What follows belongs to an exercise in optimizing a design on an open flow for small area, a short achievable clock period and few clock cycles per item; a production flow would make more cautious choices. At most, simulation tests tie the RTL to the original design; equivalence was not proved. Power is estimated from default activity; no workload was simulated.

== run A ==
==> flow/design.v (excerpt) <==
module lp_div (
    input  wire        clk,
    input  wire        rst,         
    input  wire        start,       
    input  wire        signed_op,   
    input  wire [31:0] dividend,    
    input  wire [31:0] divisor,     
    output wire        in_ready,
    output reg         done,
    output wire [31:0] quotient,
    output wire [31:0] remainder,
    output wire        dz,          
    output wire        ov           
);
==> flow/config.mk <==
export PLATFORM = sky130hd
export DESIGN_NAME = lp_div
export DESIGN_NICKNAME = lp_div
export VERILOG_FILES = /design/flow/design.v
export SDC_FILE = /design/flow/constraint.sdc
export NUM_CORES = 4
export LEC_CHECK = 0
export CAP_MARGIN = 20
export CORE_MARGIN = 2
export CORE_UTILIZATION = 40
export SETUP_SLACK_MARGIN = 1.5
export SLEW_MARGIN = 20
==> flow/constraint.sdc <==
create_clock -name core_clock -period 5.0 [get_ports {clk}]
set_input_delay 1.0000 -clock core_clock [delete_from_list [all_inputs] [get_ports {clk}]]
set_output_delay 1.0000 -clock core_clock [all_outputs]
set_load 0.01 [all_outputs]
run.sh (not shown) runs the stock make flow with config.mk's settings and CLKGATE_MAP_FILE= SYNTH_SCRIPT=/design/flow/synth_recipe.tcl, a recipe that flattens the netlist after the stock synthesis.
Having completed the whole flow, run A delivered a layout that passed the timing, design-rule and antenna checks.
[inputs] run B vs run A
--- a/flow/config.mk
+++ b/flow/config.mk
@@ -9,4 +9,4 @@
 export CORE_MARGIN = 2
 export CORE_UTILIZATION = 40
-export SETUP_SLACK_MARGIN = 1.5
+export SETUP_SLACK_MARGIN = 2.5
 export SLEW_MARGIN = 20
## What came out
Run B completed end to end with timing, DRC and antenna clean.
In the final design statistics, run B uses more standard cells in total than run A.
Of run B and run A, the run reporting the higher logic depth of the worst register-to-register path was run B.
Re synthesis-to-layout area growth: run B and run A aren't equal, and the higher value belongs to run B.
No functional check of the RTL was part of any run of this note.

---

Another version of the RTL of lp_div (not shown whole).
Size: about 290 flip-flops, roughly 140 I/O pins, about 20,000 sq um of cells after synthesis.
==> flow/config.mk <==
export PLATFORM = sky130hd
export DESIGN_NAME = lp_div
export DESIGN_NICKNAME = lp_div
export VERILOG_FILES = /design/flow/design.v
export SDC_FILE = /design/flow/constraint.sdc
export NUM_CORES = 4
export LEC_CHECK = 0
export ABC_AREA = 1
export CAP_MARGIN = 20
export CORE_MARGIN = 2
export CORE_UTILIZATION = 55
export SETUP_SLACK_MARGIN = 3.0
export SLEW_MARGIN = 20
export TNS_END_PERCENT = 0
==> flow/constraint.sdc <==
create_clock -name core_clock -period 5.0 [get_ports {clk}]
set_input_delay 1.0000 -clock core_clock [delete_from_list [all_inputs] [get_ports {clk}]]
set_output_delay 1.0000 -clock core_clock [all_outputs]
set_load 0.01 [all_outputs]
standard.sh (not shown) runs the stock make flow with config.mk's settings and CLKGATE_MAP_FILE= SYNTH_SCRIPT=/design/flow/synth_recipe.tcl, a recipe that flattens the netlist after the stock synthesis.
==> flow/flow/run.sh <==
#!/bin/bash
# The standard layout flow, unchanged except that the port buffers
# are the library's smallest plain buffer instead of a delay buffer.
# Every input and output port still gets its own buffer.
set -euo pipefail
export BUFFER_PORTS_ARGS="-buffer_cell sky130_fd_sc_hd__buf_2"
bash standard.sh > standard.log 2>&1
The starting point produced a clean layout.
Testbench counts at the start, summed over its fixed seeds: cycles 11,027, divs 3,200.
==> next run, changes <==
- SETUP_SLACK_MARGIN: 3.0 -> 2.0
What happened:
- clock skew hardly moves
- register-to-register slack got worse by 90 ps
- clock power stays flat
- die area does not change
- routed wire length fell by 0.33%
- critical path depth climbs by 4
- power came out lower by 1.1%
- worst hold slack stays flat
- area after synthesis does not change
- clock-buffer cell count is unchanged
- sequential power barely changes
==> next run, changes <==
==> flow/run.sh (new file) <==
#!/bin/bash
# synth_recipe.tcl (not shown) runs the flow's synth.tcl, then flattens the netlist and writes it again
# the make line also repeats each setting of config.mk as NAME=value (left out here)
make -C /OpenROAD-flow-scripts/flow DESIGN_CONFIG=/design/flow/config.mk WORK_HOME=/design/flow/orfs CLKGATE_MAP_FILE= SYNTH_SCRIPT=/design/flow/synth_recipe.tcl finish
removed: flow/flow/run.sh
removed: flow/standard.sh
Effect:
- routed wire length went up by 2.4%
- global-route usage goes up by 0.45 points
- hold slack improves by 13 ps
- sequential share of layout area is lower by 1.3 points
- final area rose by 5.1%
- total power rises by 6.3%
==> next run, changes <==
==> flow/flow/run.sh (new file) <==
#!/bin/bash
# Standard layout flow, run whole; keeps its log here.
bash standard.sh > standard.log 2>&1
==> flow/standard.sh (new file) <==
#!/bin/bash
# synth_recipe.tcl (not shown) runs the flow's synth.tcl, then flattens the netlist and writes it again
# the make line also repeats each setting of config.mk as NAME=value (left out here)
make -C /OpenROAD-flow-scripts/flow DESIGN_CONFIG=/design/flow/config.mk WORK_HOME=/design/flow/orfs CLKGATE_MAP_FILE= SYNTH_SCRIPT=/design/flow/synth_recipe.tcl "${@:-finish}"
removed: flow/run.sh
Effect: Die area is unchanged. Sequential power stays flat. Clock skew is unchanged. Synthesized cell count stays the same. Clock-buffer cell count is unchanged. Power does not change. Via count does not change. Clock power stays flat. Worst hold slack stays the same. Sequential share of layout area does not change.
==> next run, changes <==
==> flow/flow/run.sh (replaced) <==
#!/bin/bash
# The standard layout flow, unchanged except that the port buffers
# are the library's smallest plain buffer instead of a delay buffer.
# Every input and output port still gets its own buffer.
set -euo pipefail
export BUFFER_PORTS_ARGS="-buffer_cell sky130_fd_sc_hd__buf_2"
bash standard.sh > standard.log 2>&1
- SETUP_SLACK_MARGIN: 2.0 -> 2.6
After rerunning:
- The new run finished clean
- wire length drops by 2.1%
- worst setup slack improved by 110 ps
- combinational power falls by about 8%
- global-route usage fell by 0.12 points
- die area stays the same
- non-clock buffer count is lower by 17
- total power goes down by 4.9%
- via count went down by 1.6%
- core utilization fell by 2.9 points

## afterwards: timing with drivers on the ports
Ports are ideal in the flow. The routed layouts listed here were re-timed in OpenROAD.
Step 1 sets driving cells, clkbuf_16 on the clock port and buf_2 on the other inputs (assumed; they add their load-dependent delay and slew).
Step 2 also shifts input and output timing later by t, the mid clock arrival at the registers, as if the neighbouring blocks saw the same clock.
Slacks: ideal ports / drivers / drivers and shift; pairs: ideal ports / drivers.
run	t, ns	setup slack, ns	pins driven straight from the clock port
run A	0.489	1.586 / 1.618 / 1.129	1
run B	0.497	1.874 / 1.874 / 1.386	1
the first run of note 2	0.593	2.063 / 2.063 / 1.544	1
the second run of note 2	0.593	1.974 / 1.974 / 1.499	1
the third run of note 2	0.585	1.958 / 1.940 / 1.476	1
the fourth run of note 2	0.585	1.958 / 1.940 / 1.476	1
the fifth run of note 2	0.593	2.063 / 2.063 / 1.544	1
After both steps setup and hold are still met in every run listed.
